This is an optimization exercise on Yosys and OpenROAD, whose aim is small area, a short achievable clock period and few clock cycles per item, not a production implementation.
Only simulation tests tie the RTL to the original design; equivalence was not proved.

// loop_engine
module loop_engine (
    input  wire               clk,
    input  wire               rst,         
    input  wire               start,       
    input  wire               init,        
    input  wire               pbsafe,      
    input  wire               run,         
    input  wire               stopping,    
    input  wire               llen,
    input  wire               tren,
    input  wire               trexm,
    input  wire               trlohz,
    input  wire signed [11:0] code,        
    input  wire signed [17:0] isum,        
    input  wire        [15:0] rll,         
    input  wire        [9:0]  linband,
    input  wire        [5:0]  trhyst,
    input  wire        [9:0]  trmaxs,
    input  wire        [15:0] dtrhi,       
    input  wire        [15:0] dtrlo,
    input  wire        [15:0] dmax,
    input  wire        [15:0] dmin,
    input  wire        [15:0] dhwmax,
    input  wire        [15:0] kcl,         
    input  wire        [15:0] ilimt,
    input  wire        [15:0] ilim,        
    input  wire signed [23:0] b0,          
    input  wire signed [23:0] b1,
    input  wire signed [23:0] b2,
  ...
Size in the first run: about 8,400 cells after synthesis, ~690 flip-flops, roughly 69,000 sq um of cells after synthesis.
Settings: LEC_CHECK=0, CAP_MARGIN=20, CORE_MARGIN=2, CORE_UTILIZATION=45, SLEW_MARGIN=20; clock period 22.0 ns.
standard.sh (not shown) runs the stock make flow with config.mk's settings and CLKGATE_MAP_FILE= SYNTH_SCRIPT=/design/flow/synth_recipe.tcl, a recipe that flattens the netlist after the stock synthesis.
==> flow/flow/run.sh <==
#!/bin/bash
# Standard layout (standard synthesis included), with repair_timing aiming for more
# setup slack than the clock period strictly needs, and plain buffers on the ports.
set -euo pipefail
bash standard.sh SETUP_SLACK_MARGIN=15.3 "BUFFER_PORTS_ARGS=-buffer_cell sky130_fd_sc_hd__buf_1" finish > run_make.log 2>&1
Testbench counts at the start, summed over its fixed seeds: cycles 231,970, samples 20,000.
==> next run, changes <==
--- a/flow/flow/run.sh
+++ b/flow/flow/run.sh
@@ -5 +5 @@
-bash standard.sh SETUP_SLACK_MARGIN=15.3 "BUFFER_PORTS_ARGS=-buffer_cell sky130_fd_sc_hd__buf_1" finish > run_make.log 2>&1
+bash standard.sh SETUP_SLACK_MARGIN=15.4 "BUFFER_PORTS_ARGS=-buffer_cell sky130_fd_sc_hd__buf_1" finish > run_make.log 2>&1
--- a/flow/config.mk
+++ b/flow/config.mk
@@ -7,0 +8 @@
+export ABC_AREA = 1
Result: Synthesized area is higher by a few percent. Design area is higher slightly. Final cell count is higher by about a fifth. Worst setup slack got worse by 0.048 ns.

---

Another version of the RTL of loop_engine (not shown whole).
Size in the first run: about 8,400 cells after synthesis, ~70,000 um^2 of cells after synthesis.
export LEC_CHECK = 0
export CAP_MARGIN = 20
export CORE_MARGIN = 2
export CORE_UTILIZATION = 45
export SLEW_MARGIN = 20
create_clock -name core_clock -period 22.0 [get_ports {clk}]
==> flow/flow/run.sh <==
#!/bin/bash
# Standard layout (standard synthesis included), with repair_timing aiming for more
# setup slack than the clock period strictly needs.
set -euo pipefail
bash standard.sh SETUP_SLACK_MARGIN=15.5 finish > run_make.log 2>&1
Testbench counts at the start, summed over its fixed seeds: cycles 231,970, samples 20,000.
Edit:
CORE_UTILIZATION = 25   (was 45)
What happened: Cell area went up by 3.1%. Worst setup slack barely changes. Clock skew hardly moves. Global-route usage fell by 17 points. First-iteration DRC count falls by 7.0%.

---

== job 5760 ==
loop_engine, a different RTL version from the one above (not shown whole).
Size in the first run: roughly 540 I/O pins, about 72,000 µm² of cells after synthesis.
export LEC_CHECK = 0
export ABC_AREA = 1
export CAP_MARGIN = 20
export CORE_MARGIN = 2
export CORE_UTILIZATION = 45
export SLEW_MARGIN = 20
create_clock -name core_clock -period 22.0 [get_ports {clk}]
==> flow/flow/run.sh <==
#!/bin/bash
# Standard layout (standard synthesis included), with repair_timing aiming for more
# setup slack than the clock period strictly needs, and plain buffers on the ports.
set -euo pipefail
bash standard.sh SETUP_SLACK_MARGIN=15.3 "BUFFER_PORTS_ARGS=-buffer_cell sky130_fd_sc_hd__buf_1" finish > run_make.log 2>&1
Testbench counts of job 5760, summed over its fixed seeds: cycles 231,970, samples 20,000.
For job 6923, these inputs were changed with respect to job 5760:
- a deleted ABC_AREA that had been 1
==> comparison <==
Going from job 5760 to job 6923, weighted congestion at the end of routability-driven global placement shrinks by 0.043.
Going from job 5760 to job 6923, number of non-clock buffers in the layout grew by more than 10%.
Job 6923 ended up with reg2reg as its type of the worst setup path; job 5760 ended up with in2reg.
Job 6923: cell depth of the worst setup path is 20 higher than what job 5760 reported.
Going from job 5760 to job 6923, multiplexer share of the synthesized area grows by 3.7 points.
Sum of met3 wire segment lengths after detailed routing went down by more than 10% going from job 5760 to job 6923.
Side by side, die area turned out lower in job 6923 than in job 5760.

---

Another version of the RTL of loop_engine (not shown whole).
For scale: roughly 8100 cells after synthesis, about 710 flip-flops, about 69000 um^2 of cells after synthesis.
Settings: LEC_CHECK=0, CAP_MARGIN=20, CORE_MARGIN=2, CORE_UTILIZATION=60, SLEW_MARGIN=20; clock period 22.0 ns.
==> flow/flow/run.sh <==
#!/bin/bash
# Standard layout (standard synthesis included), with repair_timing aiming for more
# setup slack than the clock period strictly needs, and plain buffers on the ports.
set -euo pipefail
bash standard.sh SETUP_SLACK_MARGIN=15.5 "BUFFER_PORTS_ARGS=-buffer_cell sky130_fd_sc_hd__buf_1" finish > run_make.log 2>&1
Testbench counts at the start, summed over its fixed seeds: cycles 231,970, samples 20,000.
==> next run, changes <==
CORE_UTILIZATION = 45   (was 60)
After rerunning: The changed run produced a clean layout; hold slack stays flat; non-clock buffer count climbs by 31; clock skew climbs by 0.031 ns.

---

loop_engine again, from the RTL that the note above started with.
clock: 22.0 ns
lec_check: 0
cap_margin: 20
core_margin: 2
core_utilization: 45
slew_margin: 20
==> flow/flow/run.sh <==
#!/bin/bash
# Standard layout (standard synthesis included), with repair_timing aiming for more
# setup slack than the clock period strictly needs, and plain buffers on the ports.
set -euo pipefail
bash standard.sh SETUP_SLACK_MARGIN=16.0 "BUFFER_PORTS_ARGS=-buffer_cell sky130_fd_sc_hd__buf_1" finish > run_make.log 2>&1
The baseline completed without violations.
Testbench counts at the start, summed over its fixed seeds: cycles 231,970, samples 20,000.
Edit:
==> flow/flow/run.sh (replaced) <==
#!/bin/bash
# Standard layout (standard synthesis included), with repair_timing aiming for more
# setup slack than the clock period strictly needs, and plain buffers on the ports.
set -euo pipefail
bash standard.sh SETUP_SLACK_MARGIN=15.3 "BUFFER_PORTS_ARGS=-buffer_cell sky130_fd_sc_hd__buf_1" finish > run_make.log 2>&1
What happened: The changed run passed the timing, design-rule and antenna checks. Final cell count decreases by 1.9%. Area after synthesis stays the same. Die area is unchanged. Non-clock buffer count is lower by 200. Wire length shrinks by 1.7%. Fmax came out higher by 1.9%. Via count goes down by 1.4%. Core utilization goes down by 2.3 points. Register-to-register slack gets better by 130 ps.

port drivers added, routing unchanged:
How much do the figures lean on ideal ports? The routed layouts below were timed once more, with nothing changed but the port constraints. Step 1: set_driving_cell puts a clkbuf_16 on clk and a buf_2 on each other input, an assumption about the parent block. Step 2, shift: input delay + t, output delay - t, t = (earliest + latest rising clock arrival at the registers) / 2. This alone moves slack from input paths to output paths. Three values: ideal ports, drivers, drivers and shift; two values: the first two.
| run | t, ns | slack for setup (ns) | latest minus earliest clock arrival (ns) | cell pins on the clock port's net |
|---|---|---|---|---|
| the first run of note 1 | 0.805 | 15.404 / 15.404 / 15.105 | 0.065 / 0.065 | 1 |
| the second run of note 1 | 0.778 | 15.356 / 15.404 / 14.625 | 0.075 / 0.075 | 1 |
| the first run of note 2 | 0.811 | 15.435 / 15.397 / 14.814 | 0.040 / 0.040 | 1 |
| the second run of note 2 | 0.793 | 15.433 / 15.414 / 14.859 | 0.043 / 0.043 | 1 |
| job 5760 | 0.818 | 15.360 / 15.406 / 14.589 | 0.061 / 0.061 | 1 |
| job 6923 | 0.774 | 15.246 / 15.246 / 14.870 | 0.051 / 0.051 | 1 |
| the first run of note 4 | 0.782 | 15.239 / 15.239 / 14.828 | 0.047 / 0.047 | 1 |
| the second run of note 4 | 0.791 | 15.315 / 15.315 / 14.941 | 0.080 / 0.080 | 1 |
| the first run of note 5 | 0.783 | 15.222 / 15.222 / 15.222 | 0.074 / 0.074 | 1 |
| the second run of note 5 | 0.807 | 15.349 / 15.349 / 14.844 | 0.090 / 0.090 | 1 |
After both steps every run listed still meets setup and hold. The setup slack of job 5760, which loses most, moves by +0.046 ns with the drivers and by -0.771 ns with both steps.
